Source: an optimization exercise on an open RTL-to-GDS flow (aim: small area and a short achievable clock period). Production flows keep margins and buffers that such runs may drop. RTL that was checked went through simulation tests only; none was proved equivalent to the original. Power is estimated from default activity; no workload was simulated.

==> inputs of job 6152 <==
## fmtconv
module fmtconv (
    input  wire        clk,
    input  wire        rst,           
    input  wire        in_valid,
    input  wire [3:0]  src_fmt,
    input  wire [3:0]  dst_fmt,
    input  wire [1:0]  rnd,           
    input  wire        sat,
    input  wire        strict,
    input  wire        flush,
    input  wire [31:0] in_data,
    output reg         out_valid,
    output reg  [31:0] out_data,
    output reg  [6:0]  out_flags,     
    output reg         out_range      
);
    reg        r_valid;
    reg [3:0]  r_src, r_dst;
    reg [1:0]  r_rnd;
    reg        r_sat, r_strict, r_flush;
    reg [31:0] r_data;
    always @(posedge clk) begin
        if (rst) r_valid <= 1'b0;
        else     r_valid <= in_valid;
        r_src    <= src_fmt;
        r_dst    <= dst_fmt;
        r_rnd    <= rnd;
        r_sat    <= sat;
        r_strict <= strict;
        r_flush  <= flush;
        r_data   <= in_data;
    end
    wire        d_sign, d_zero, d_inf, d_nan, d_snan, d_flushed, d_int;
    wire [31:0] d_m;
    wire [4:0]  d_lz;
    wire signed [9:0] d_ash;
    wire signed [9:0] d_eb0;
    wire        d_ecz;
    fc_decode u_dec (
        .src(r_src), .dst(r_dst), .d(r_data), .flush_eff(r_flush | ~r_strict),
        .sign(d_sign), .is_zero(d_zero), .is_inf(d_inf), .is_nan(d_nan), .is_snan(d_snan),
  ...
make LEC_CHECK=0 CAP_MARGIN=20 CORE_MARGIN=2 CORE_UTILIZATION=30 SLEW_MARGIN=20 finish   # period 18.0 ns
run.sh (not shown) runs the stock make flow with config.mk's settings and CLKGATE_MAP_FILE= SYNTH_SCRIPT=/design/flow/synth_recipe.tcl, a recipe that flattens the netlist after the stock synthesis.
==> job 7953: changes against job 6152 <==
--- a/flow/design.v
+++ b/flow/design.v
@@ -1,19 +1,17 @@
 module fc_align (
     input  wire [3:0]  dst,
     input  wire [31:0] m_raw,
-    input  wire        pad,
     input  wire [4:0]  lz,
     input  wire signed [9:0] ash,
     input  wire        use_a,
     output wire        huge,
     output wire [31:0] q,
     output wire        g,
     output wire        g2,
-    output wire        st2,
-    output wire        carry
+    output wire        st2
 );
     reg [5:0] kn;
     always @(*) begin
         case (dst)
             4'h0:       kn = 6'd31;
             4'h1:       kn = 6'd44;
@@ -23,52 +21,33 @@
             default:    kn = 6'd53;
         endcase
     end
     assign huge = ash[9];
     wire [5:0] ta = huge ? 6'd23 : ((ash > 10'sd33) ? 6'd56 : (ash[5:0] + 6'd23));
     wire [5:0] t = use_a ? ta : (kn - {1'b0, lz});
-    wire [88:0] wsh = {m_raw, 57'd0} >> t;
-    reg  [65:0] fill;
-    integer j;
+    wire [88:0] wide = {m_raw, 57'd0} >> t;
+    assign q  = wide[65:34];
+    assign g  = wide[33];
+    assign g2 = wide[32];
+    reg [31:0] smask;
+    integer i;
     always @(*)
-        for (j = 0; j < 66; j = j + 1)
-            fill[j] = pad & ({1'b0, t} + j <= 56);
-    wire [65:0] wide = wsh[65:0] | fill;
-    assign q = wide[65:34];
-    wire   gc  = wide[33];
-    wire   g2c = wide[32];
-    wire [31:0] por, pand;
-    assign por[0]  = m_raw[0];
-    assign pand[0] = m_raw[0];
-    genvar k;
-    generate
-        for (k = 1; k < 32; k = k + 1) begin : g_pre
-            assign por[k]  = por[k-1] | m_raw[k];
-            assign pand[k] = pand[k-1] & m_raw[k];
-        end
-    endgenerate
-    wire [5:0] ts = t - 6'd26;
-    wire   none = (t < 6'd26);
-    wire   stc  = ~none & por[ts[4:0]];
-    wire   a1   = none | pand[ts[4:0]];      
-    assign carry = pad & gc & g2c & a1;
-    assign g     = pad ? (gc ^ (g2c & a1)) : gc;
-    assign g2    = pad ? (g2c ^ a1) : g2c;
-    assign st2   = pad ? ~a1 : stc;
+        for (i = 0; i < 32; i = i + 1)
+            smask[i] = ({1'b0, t} >= i + 26);
+    assign st2 = |(m_raw & smask);
 endmodule
 module fc_round (
     input  wire [3:0]  dst,
     input  wire [1:0]  rnd,
     input  wire        sign,
     input  wire        sub,
     input  wire [31:0] q,
     input  wire        g,
     input  wire        g2,
     input  wire        st2,
-    input  wire        carry,
-    output wire        inc,
+    output reg         inc,
     output wire        inx,
     output wire        cy,
     output wire        gt
 );
     wire t_int = (dst >= 4'h7);
     reg [22:0] fmask;       
@@ -81,25 +60,23 @@
             4'h4, 4'h5: fmask = 23'h000003;
             default:    fmask = 23'h000001;
         endcase
     end
     wire st = g2 | st2;
     assign inx = g | st;
-    reg rinc;
     always @(*) begin
         case (rnd)
-            2'd0:    rinc = g & (st | q[0]);
-            2'd1:    rinc = 1'b0;
-            2'd2:    rinc = ~sign & inx;
-            default: rinc = sign & inx;
+            2'd0:    inc = g & (st | q[0]);
+            2'd1:    inc = 1'b0;
+            2'd2:    inc = ~sign & inx;
+            default: inc = sign & inx;
         endcase
     end
-    assign inc = rinc | carry;
     wire ao = &(q[22:0] | ~fmask);
-    wire hb = |(q[23:1] & (fmask ^ (fmask >> 1)));
-    assign cy = inc & ao & (sub | hb);
+    wire p2 = ~sub & ~t_int & (|(q[24:2] & (fmask ^ (fmask >> 1))));
+    assign cy = (inc & ao) | p2;
     assign gt = g & ((rnd == 2'd0) ? g2 : st);
 endmodule
 module fc_decode (
     input  wire [3:0]        src,
     input  wire [3:0]        dst,
     input  wire [31:0]       d,
@@ -126,13 +103,13 @@
             4'h8:    begin ineg = d[7];  ix = {{24{d[7]}}, d[7:0]}; end
             4'hA:    begin ineg = d[3];  ix = {{28{d[3]}}, d[3:0]}; end
             4'h9:    begin ineg = 1'b0;  ix = {24'd0, d[7:0]}; end
             default: begin ineg = 1'b0;  ix = {28'd0, d[3:0]}; end
         endcase
     end
-    wire [31:0] imag = ix ^ {32{ineg}};
+    wire [31:0] imag = (ix ^ {32{ineg}}) + {31'd0, ineg};
     reg        fs;       
     reg        ecz_f;    
     assign ecz = ecz_f;
     reg        eco;      
     reg        fnz;      
     reg        fq;       
@@ -203,13 +180,13 @@
     end
     wire signed [9:0] t1 = bd - bs;
     wire signed [9:0] t2 = kb + bs;
     wire [7:0] ecx = is_int ? 8'd0 : (ec | {7'd0, ecz_f});
     assign eb0 = $signed({2'b00, ecx}) + t1;
     assign ash = t2 - $signed({2'b00, ecx});
-    fc_lzc u_lzc (.x(m_raw), .lz(lz));
+    fc_lzc u_lzc (.x(is_int ? (ix ^ {32{ineg}}) : {~ecz_f, fm, 8'd0}), .lz(lz));
 endmodule
 module fc_round_pack (
     input  wire [3:0]        dst,
     input  wire [1:0]        rnd,
     input  wire              sat,
     input  wire              strict,
@@ -493,21 +470,21 @@
         s1_ecz     <= d_ecz;
     end
     wire s1_int_dst = (s1_dst >= 4'h7);
     wire s1_sub = ~s1_int_dst & ((s1_eb0 < 10'sd1) | ((s1_eb0 == 10'sd1) & s1_ecz));
     wire signed [9:0] s1_ebl = s1_eb0 - $signed({5'd0, s1_lz});
     wire [31:0] a_q;
-    wire        a_g, a_g2, a_st2, a_huge, a_carry;
+    wire        a_g, a_g2, a_st2, a_huge;
     fc_align u_al (
-        .dst(s1_dst), .m_raw(s1_m), .pad(s1_int & s1_sign), .lz(s1_lz), .ash(s1_ash), .use_a(s1_int_dst | s1_sub),
+        .dst(s1_dst), .m_raw(s1_m), .lz(s1_lz), .ash(s1_ash), .use_a(s1_int_dst | s1_sub),
         .huge(a_huge),
-        .q(a_q), .g(a_g), .g2(a_g2), .st2(a_st2), .carry(a_carry));
+        .q(a_q), .g(a_g), .g2(a_g2), .st2(a_st2));
     wire        a_inc, a_inx, a_cy, a_gt;
     fc_round u_rd (
         .dst(s1_dst), .rnd(s1_rnd), .sign(s1_sign), .sub(s1_sub),
-        .q(a_q), .g(a_g), .g2(a_g2), .st2(a_st2), .carry(a_carry),
+        .q(a_q), .g(a_g), .g2(a_g2), .st2(a_st2),
         .inc(a_inc), .inx(a_inx), .cy(a_cy), .gt(a_gt));
     reg        s2_valid, s2_bad;
     reg [3:0]  s2_dst;
     reg [1:0]  s2_rnd;
     reg        s2_sat, s2_strict, s2_flush;
     reg        s2_sign, s2_zero, s2_inf, s2_nan, s2_snan, s2_flushed, s2_int;
==> flow/flow/run.sh (new file) <==
#!/bin/bash
# The standard layout flow (standard.sh), with the input and output ports
# buffered by buf_2 cells instead of the delay buffers that buffer_ports
# picks by default. standard.sh's full output goes to standard.log.
export BUFFER_PORTS_ARGS="-buffer_cell sky130_fd_sc_hd__buf_2"
bash standard.sh > standard.log 2>&1
==> flow/standard.sh (new file) <==
#!/bin/bash
# synth_recipe.tcl (not shown) runs the flow's synth.tcl, then flattens the netlist and writes it again
# the make line also repeats each setting of config.mk as NAME=value (left out here)
make -C /OpenROAD-flow-scripts/flow DESIGN_CONFIG=/design/flow/config.mk WORK_HOME=/design/flow/orfs CLKGATE_MAP_FILE= SYNTH_SCRIPT=/design/flow/synth_recipe.tcl "${@:-finish}"
==> flow/config.mk (replaced) <==
export PLATFORM = sky130hd
export DESIGN_NAME = fmtconv
export DESIGN_NICKNAME = fmtconv
export VERILOG_FILES = /design/flow/design.v
export SDC_FILE = /design/flow/constraint.sdc
export NUM_CORES = 4
export LEC_CHECK = 0
export ABC_AREA = 1
export CAP_MARGIN = 20
export CORE_MARGIN = 2
export CORE_UTILIZATION = 30
export CTS_CLUSTER_DIAMETER = 150
export CTS_CLUSTER_SIZE = 28
export SLEW_MARGIN = 20
removed: flow/run.sh
==> job 780: changes against job 6152 <==
--- a/flow/design.v
+++ b/flow/design.v
@@ -1,19 +1,17 @@
 module fc_align (
     input  wire [3:0]  dst,
     input  wire [31:0] m_raw,
-    input  wire        pad,
     input  wire [4:0]  lz,
     input  wire signed [9:0] ash,
     input  wire        use_a,
     output wire        huge,
     output wire [31:0] q,
     output wire        g,
     output wire        g2,
-    output wire        st2,
-    output wire        carry
+    output wire        st2
 );
     reg [5:0] kn;
     always @(*) begin
         case (dst)
             4'h0:       kn = 6'd31;
             4'h1:       kn = 6'd44;
@@ -23,52 +21,33 @@
             default:    kn = 6'd53;
         endcase
     end
     assign huge = ash[9];
     wire [5:0] ta = huge ? 6'd23 : ((ash > 10'sd33) ? 6'd56 : (ash[5:0] + 6'd23));
     wire [5:0] t = use_a ? ta : (kn - {1'b0, lz});
-    wire [88:0] wsh = {m_raw, 57'd0} >> t;
-    reg  [65:0] fill;
-    integer j;
+    wire [88:0] wide = {m_raw, 57'd0} >> t;
+    assign q  = wide[65:34];
+    assign g  = wide[33];
+    assign g2 = wide[32];
+    reg [31:0] smask;
+    integer i;
     always @(*)
-        for (j = 0; j < 66; j = j + 1)
-            fill[j] = pad & ({1'b0, t} + j <= 56);
-    wire [65:0] wide = wsh[65:0] | fill;
-    assign q = wide[65:34];
-    wire   gc  = wide[33];
-    wire   g2c = wide[32];
-    wire [31:0] por, pand;
-    assign por[0]  = m_raw[0];
-    assign pand[0] = m_raw[0];
-    genvar k;
-    generate
-        for (k = 1; k < 32; k = k + 1) begin : g_pre
-            assign por[k]  = por[k-1] | m_raw[k];
-            assign pand[k] = pand[k-1] & m_raw[k];
-        end
-    endgenerate
-    wire [5:0] ts = t - 6'd26;
-    wire   none = (t < 6'd26);
-    wire   stc  = ~none & por[ts[4:0]];
-    wire   a1   = none | pand[ts[4:0]];      
-    assign carry = pad & gc & g2c & a1;
-    assign g     = pad ? (gc ^ (g2c & a1)) : gc;
-    assign g2    = pad ? (g2c ^ a1) : g2c;
-    assign st2   = pad ? ~a1 : stc;
+        for (i = 0; i < 32; i = i + 1)
+            smask[i] = ({1'b0, t} >= i + 26);
+    assign st2 = |(m_raw & smask);
 endmodule
 module fc_round (
     input  wire [3:0]  dst,
     input  wire [1:0]  rnd,
     input  wire        sign,
     input  wire        sub,
     input  wire [31:0] q,
     input  wire        g,
     input  wire        g2,
     input  wire        st2,
-    input  wire        carry,
-    output wire        inc,
+    output reg         inc,
     output wire        inx,
     output wire        cy,
     output wire        gt
 );
     wire t_int = (dst >= 4'h7);
     reg [22:0] fmask;       
@@ -81,25 +60,23 @@
             4'h4, 4'h5: fmask = 23'h000003;
             default:    fmask = 23'h000001;
         endcase
     end
     wire st = g2 | st2;
     assign inx = g | st;
-    reg rinc;
     always @(*) begin
         case (rnd)
-            2'd0:    rinc = g & (st | q[0]);
-            2'd1:    rinc = 1'b0;
-            2'd2:    rinc = ~sign & inx;
-            default: rinc = sign & inx;
+            2'd0:    inc = g & (st | q[0]);
+            2'd1:    inc = 1'b0;
+            2'd2:    inc = ~sign & inx;
+            default: inc = sign & inx;
         endcase
     end
-    assign inc = rinc | carry;
     wire ao = &(q[22:0] | ~fmask);
-    wire hb = |(q[23:1] & (fmask ^ (fmask >> 1)));
-    assign cy = inc & ao & (sub | hb);
+    wire p2 = ~sub & ~t_int & (|(q[24:2] & (fmask ^ (fmask >> 1))));
+    assign cy = (inc & ao) | p2;
     assign gt = g & ((rnd == 2'd0) ? g2 : st);
 endmodule
 module fc_decode (
     input  wire [3:0]        src,
     input  wire [3:0]        dst,
     input  wire [31:0]       d,
@@ -126,13 +103,13 @@
             4'h8:    begin ineg = d[7];  ix = {{24{d[7]}}, d[7:0]}; end
             4'hA:    begin ineg = d[3];  ix = {{28{d[3]}}, d[3:0]}; end
             4'h9:    begin ineg = 1'b0;  ix = {24'd0, d[7:0]}; end
             default: begin ineg = 1'b0;  ix = {28'd0, d[3:0]}; end
         endcase
     end
-    wire [31:0] imag = ix ^ {32{ineg}};
+    wire [31:0] imag = (ix ^ {32{ineg}}) + {31'd0, ineg};
     reg        fs;       
     reg        ecz_f;    
     assign ecz = ecz_f;
     reg        eco;      
     reg        fnz;      
     reg        fq;       
@@ -203,13 +180,13 @@
     end
     wire signed [9:0] t1 = bd - bs;
     wire signed [9:0] t2 = kb + bs;
     wire [7:0] ecx = is_int ? 8'd0 : (ec | {7'd0, ecz_f});
     assign eb0 = $signed({2'b00, ecx}) + t1;
     assign ash = t2 - $signed({2'b00, ecx});
-    fc_lzc u_lzc (.x(m_raw), .lz(lz));
+    fc_lzc u_lzc (.x(is_int ? (ix ^ {32{ineg}}) : {~ecz_f, fm, 8'd0}), .lz(lz));
 endmodule
 module fc_round_pack (
     input  wire [3:0]        dst,
     input  wire [1:0]        rnd,
     input  wire              sat,
     input  wire              strict,
@@ -493,21 +470,21 @@
         s1_ecz     <= d_ecz;
     end
     wire s1_int_dst = (s1_dst >= 4'h7);
     wire s1_sub = ~s1_int_dst & ((s1_eb0 < 10'sd1) | ((s1_eb0 == 10'sd1) & s1_ecz));
     wire signed [9:0] s1_ebl = s1_eb0 - $signed({5'd0, s1_lz});
     wire [31:0] a_q;
-    wire        a_g, a_g2, a_st2, a_huge, a_carry;
+    wire        a_g, a_g2, a_st2, a_huge;
     fc_align u_al (
-        .dst(s1_dst), .m_raw(s1_m), .pad(s1_int & s1_sign), .lz(s1_lz), .ash(s1_ash), .use_a(s1_int_dst | s1_sub),
+        .dst(s1_dst), .m_raw(s1_m), .lz(s1_lz), .ash(s1_ash), .use_a(s1_int_dst | s1_sub),
         .huge(a_huge),
-        .q(a_q), .g(a_g), .g2(a_g2), .st2(a_st2), .carry(a_carry));
+        .q(a_q), .g(a_g), .g2(a_g2), .st2(a_st2));
     wire        a_inc, a_inx, a_cy, a_gt;
     fc_round u_rd (
         .dst(s1_dst), .rnd(s1_rnd), .sign(s1_sign), .sub(s1_sub),
-        .q(a_q), .g(a_g), .g2(a_g2), .st2(a_st2), .carry(a_carry),
+        .q(a_q), .g(a_g), .g2(a_g2), .st2(a_st2),
         .inc(a_inc), .inx(a_inx), .cy(a_cy), .gt(a_gt));
     reg        s2_valid, s2_bad;
     reg [3:0]  s2_dst;
     reg [1:0]  s2_rnd;
     reg        s2_sat, s2_strict, s2_flush;
     reg        s2_sign, s2_zero, s2_inf, s2_nan, s2_snan, s2_flushed, s2_int;
==> flow/config.mk (replaced) <==
export PLATFORM = sky130hd
export DESIGN_NAME = fmtconv
export DESIGN_NICKNAME = fmtconv
export VERILOG_FILES = /design/flow/design.v
export SDC_FILE = /design/flow/constraint.sdc
export NUM_CORES = 4
export LEC_CHECK = 0
export CAP_MARGIN = 20
export CORE_MARGIN = 2
export CORE_UTILIZATION = 55
export CTS_BUF_LIST = sky130_fd_sc_hd__clkbuf_8
export CTS_CLUSTER_SIZE = 30
export SLEW_MARGIN = 20
==> job 5505: changes against job 6152 <==
--- a/flow/design.v
+++ b/flow/design.v
@@ -1,19 +1,17 @@
 module fc_align (
     input  wire [3:0]  dst,
     input  wire [31:0] m_raw,
-    input  wire        pad,
     input  wire [4:0]  lz,
     input  wire signed [9:0] ash,
     input  wire        use_a,
     output wire        huge,
     output wire [31:0] q,
     output wire        g,
     output wire        g2,
-    output wire        st2,
-    output wire        carry
+    output wire        st2
 );
     reg [5:0] kn;
     always @(*) begin
         case (dst)
             4'h0:       kn = 6'd31;
             4'h1:       kn = 6'd44;
@@ -23,52 +21,33 @@
             default:    kn = 6'd53;
         endcase
     end
     assign huge = ash[9];
     wire [5:0] ta = huge ? 6'd23 : ((ash > 10'sd33) ? 6'd56 : (ash[5:0] + 6'd23));
     wire [5:0] t = use_a ? ta : (kn - {1'b0, lz});
-    wire [88:0] wsh = {m_raw, 57'd0} >> t;
-    reg  [65:0] fill;
-    integer j;
+    wire [88:0] wide = {m_raw, 57'd0} >> t;
+    assign q  = wide[65:34];
+    assign g  = wide[33];
+    assign g2 = wide[32];
+    reg [31:0] smask;
+    integer i;
     always @(*)
-        for (j = 0; j < 66; j = j + 1)
-            fill[j] = pad & ({1'b0, t} + j <= 56);
-    wire [65:0] wide = wsh[65:0] | fill;
-    assign q = wide[65:34];
-    wire   gc  = wide[33];
-    wire   g2c = wide[32];
-    wire [31:0] por, pand;
-    assign por[0]  = m_raw[0];
-    assign pand[0] = m_raw[0];
-    genvar k;
-    generate
-        for (k = 1; k < 32; k = k + 1) begin : g_pre
-            assign por[k]  = por[k-1] | m_raw[k];
-            assign pand[k] = pand[k-1] & m_raw[k];
-        end
-    endgenerate
-    wire [5:0] ts = t - 6'd26;
-    wire   none = (t < 6'd26);
-    wire   stc  = ~none & por[ts[4:0]];
-    wire   a1   = none | pand[ts[4:0]];      
-    assign carry = pad & gc & g2c & a1;
-    assign g     = pad ? (gc ^ (g2c & a1)) : gc;
-    assign g2    = pad ? (g2c ^ a1) : g2c;
-    assign st2   = pad ? ~a1 : stc;
+        for (i = 0; i < 32; i = i + 1)
+            smask[i] = ({1'b0, t} >= i + 26);
+    assign st2 = |(m_raw & smask);
 endmodule
 module fc_round (
     input  wire [3:0]  dst,
     input  wire [1:0]  rnd,
     input  wire        sign,
     input  wire        sub,
     input  wire [31:0] q,
     input  wire        g,
     input  wire        g2,
     input  wire        st2,
-    input  wire        carry,
-    output wire        inc,
+    output reg         inc,
     output wire        inx,
     output wire        cy,
     output wire        gt
 );
     wire t_int = (dst >= 4'h7);
     reg [22:0] fmask;       
@@ -81,25 +60,23 @@
             4'h4, 4'h5: fmask = 23'h000003;
             default:    fmask = 23'h000001;
         endcase
     end
     wire st = g2 | st2;
     assign inx = g | st;
-    reg rinc;
     always @(*) begin
         case (rnd)
-            2'd0:    rinc = g & (st | q[0]);
-            2'd1:    rinc = 1'b0;
-            2'd2:    rinc = ~sign & inx;
-            default: rinc = sign & inx;
+            2'd0:    inc = g & (st | q[0]);
+            2'd1:    inc = 1'b0;
+            2'd2:    inc = ~sign & inx;
+            default: inc = sign & inx;
         endcase
     end
-    assign inc = rinc | carry;
     wire ao = &(q[22:0] | ~fmask);
-    wire hb = |(q[23:1] & (fmask ^ (fmask >> 1)));
-    assign cy = inc & ao & (sub | hb);
+    wire p2 = ~sub & ~t_int & (|(q[24:2] & (fmask ^ (fmask >> 1))));
+    assign cy = (inc & ao) | p2;
     assign gt = g & ((rnd == 2'd0) ? g2 : st);
 endmodule
 module fc_decode (
     input  wire [3:0]        src,
     input  wire [3:0]        dst,
     input  wire [31:0]       d,
@@ -126,13 +103,13 @@
             4'h8:    begin ineg = d[7];  ix = {{24{d[7]}}, d[7:0]}; end
             4'hA:    begin ineg = d[3];  ix = {{28{d[3]}}, d[3:0]}; end
             4'h9:    begin ineg = 1'b0;  ix = {24'd0, d[7:0]}; end
             default: begin ineg = 1'b0;  ix = {28'd0, d[3:0]}; end
         endcase
     end
-    wire [31:0] imag = ix ^ {32{ineg}};
+    wire [31:0] imag = (ix ^ {32{ineg}}) + {31'd0, ineg};
     reg        fs;       
     reg        ecz_f;    
     assign ecz = ecz_f;
     reg        eco;      
     reg        fnz;      
     reg        fq;       
@@ -203,13 +180,13 @@
     end
     wire signed [9:0] t1 = bd - bs;
     wire signed [9:0] t2 = kb + bs;
     wire [7:0] ecx = is_int ? 8'd0 : (ec | {7'd0, ecz_f});
     assign eb0 = $signed({2'b00, ecx}) + t1;
     assign ash = t2 - $signed({2'b00, ecx});
-    fc_lzc u_lzc (.x(m_raw), .lz(lz));
+    fc_lzc u_lzc (.x(is_int ? (ix ^ {32{ineg}}) : {~ecz_f, fm, 8'd0}), .lz(lz));
 endmodule
 module fc_round_pack (
     input  wire [3:0]        dst,
     input  wire [1:0]        rnd,
     input  wire              sat,
     input  wire              strict,
@@ -493,21 +470,21 @@
         s1_ecz     <= d_ecz;
     end
     wire s1_int_dst = (s1_dst >= 4'h7);
     wire s1_sub = ~s1_int_dst & ((s1_eb0 < 10'sd1) | ((s1_eb0 == 10'sd1) & s1_ecz));
     wire signed [9:0] s1_ebl = s1_eb0 - $signed({5'd0, s1_lz});
     wire [31:0] a_q;
-    wire        a_g, a_g2, a_st2, a_huge, a_carry;
+    wire        a_g, a_g2, a_st2, a_huge;
     fc_align u_al (
-        .dst(s1_dst), .m_raw(s1_m), .pad(s1_int & s1_sign), .lz(s1_lz), .ash(s1_ash), .use_a(s1_int_dst | s1_sub),
+        .dst(s1_dst), .m_raw(s1_m), .lz(s1_lz), .ash(s1_ash), .use_a(s1_int_dst | s1_sub),
         .huge(a_huge),
-        .q(a_q), .g(a_g), .g2(a_g2), .st2(a_st2), .carry(a_carry));
+        .q(a_q), .g(a_g), .g2(a_g2), .st2(a_st2));
     wire        a_inc, a_inx, a_cy, a_gt;
     fc_round u_rd (
         .dst(s1_dst), .rnd(s1_rnd), .sign(s1_sign), .sub(s1_sub),
-        .q(a_q), .g(a_g), .g2(a_g2), .st2(a_st2), .carry(a_carry),
+        .q(a_q), .g(a_g), .g2(a_g2), .st2(a_st2),
         .inc(a_inc), .inx(a_inx), .cy(a_cy), .gt(a_gt));
     reg        s2_valid, s2_bad;
     reg [3:0]  s2_dst;
     reg [1:0]  s2_rnd;
     reg        s2_sat, s2_strict, s2_flush;
     reg        s2_sign, s2_zero, s2_inf, s2_nan, s2_snan, s2_flushed, s2_int;
==> flow/flow/run.sh (new file) <==
#!/bin/bash
# The standard layout flow (standard.sh), with the input and output ports
# buffered by buf_2 cells instead of the delay buffers that buffer_ports
# picks by default. standard.sh's full output goes to standard.log.
export BUFFER_PORTS_ARGS="-buffer_cell sky130_fd_sc_hd__buf_2"
bash standard.sh > standard.log 2>&1
==> flow/standard.sh (new file) <==
#!/bin/bash
# synth_recipe.tcl (not shown) runs the flow's synth.tcl, then flattens the netlist and writes it again
# the make line also repeats each setting of config.mk as NAME=value (left out here)
make -C /OpenROAD-flow-scripts/flow DESIGN_CONFIG=/design/flow/config.mk WORK_HOME=/design/flow/orfs CLKGATE_MAP_FILE= SYNTH_SCRIPT=/design/flow/synth_recipe.tcl "${@:-finish}"
==> flow/config.mk (replaced) <==
export PLATFORM = sky130hd
export DESIGN_NAME = fmtconv
export DESIGN_NICKNAME = fmtconv
export VERILOG_FILES = /design/flow/design.v
export SDC_FILE = /design/flow/constraint.sdc
export NUM_CORES = 4
export LEC_CHECK = 0
export ABC_AREA = 1
export CAP_MARGIN = 20
export CORE_MARGIN = 2
export CORE_UTILIZATION = 50
export SLEW_MARGIN = 20
removed: flow/run.sh
==> qor summary <==
item                                                                              job 6152                 job 5505                  job 780                 job 7953
Status                                                             complete, no violations  complete, no violations  complete, no violations  complete, no violations
Number of fillers in the final layout                                                6,315                    3,415                    2,813                    6,256
Type of destination of the critical path                                          register               output pin                 register               output pin
Drt first pass iters                                                                     6                        6                        8                        6
Multi-input gate count                                                               1,865                    2,001                    1,739                    2,001
Slowest cell on the critical path                                                  dfxtp_1                  dfxtp_1                  and4b_1                  dfxtp_1
Beginning of the worst register-to-register path                                 s1_dst[1]                 r_src[2]                 r_src[2]                s2_dst[1]
Number of antenna violations at the first check in global routing                        1                        0                        0                        3
GRT Util Overall                                                                    22.37%                   34.36%                   36.57%                   20.33%
Mapped Cells                                                                         2,378                    2,666                    2,227                    2,666
Multiplexer share of the synthesized area                                           6.232%                  0.5746%                   5.817%                  0.5746%
WP data required                                                                  18.44 ns                 14.40 ns                 18.45 ns                 14.40 ns
Layout clock area frac                                                              3.900%                   4.833%                   4.634%                   2.090%
Switching pwr                                                                     1.425 mW                 1.289 mW                 1.119 mW                 1.223 mW
Netlist Area Pre-Place                                                         18,050 um^2              16,980 um^2              16,840 um^2              16,980 um^2
Detailed Place HPWL                                                               54.78 mm                 48.50 mm                 44.03 mm                 48.64 mm
Setup slack on the worst flop-to-flop path                                        11.55 ns                 13.59 ns                 12.60 ns                 13.54 ns
Power dissipated in the clock network                                             0.489 mW                 0.549 mW                 0.507 mW                 0.325 mW
Clock tree buffer count of the final layout                                             34                       30                       46                       13
Antenna diodes                                                                           1                        0                        0                        1
Commonest non-fill, non-tap cell in the layout                                           -                  nand2_1                  dfxtp_1                  nand2_1
Footprint of the multi-input gates                                             12,340 um^2              10,700 um^2              11,270 um^2              10,700 um^2
Classification of the worst setup path                                          reg -> reg               reg -> out               reg -> reg               reg -> out
Via count                                                                           18.80k                   18.70k                   17.81k                   18.08k
Function not checked in job 6152: the RTL went through the layout flow alone.

==> re-timing with driven ports <==
The results above use ideal ports. As a check the final layouts listed here were re-extracted and re-timed, cells and wires unchanged.
Step 1 sets driving cells, clkbuf_16 on the clock port and buf_2 on the other inputs (assumed; they add their load-dependent delay and slew).
Step 2 times the ports against the registers' clock, not the clock port: input delays grow and output delays shrink by t, the midpoint of the rising clock arrivals with the driver on.
Three values: ideal, step 1, step 2; two values: the first two.
run | t (ns) | setup slack, ns | pins driven straight from the clock port
job 6152 | 0.615 | 11.553 / 11.553 / 11.553 | 1
job 7953 | 0.558 | 13.436 / 13.375 / 13.543 | 1
job 780 | 0.627 | 12.599 / 12.599 / 12.599 | 1
job 5505 | 0.619 | 13.373 / 13.315 / 13.590 | 1
After both steps every run listed still meets setup and hold.
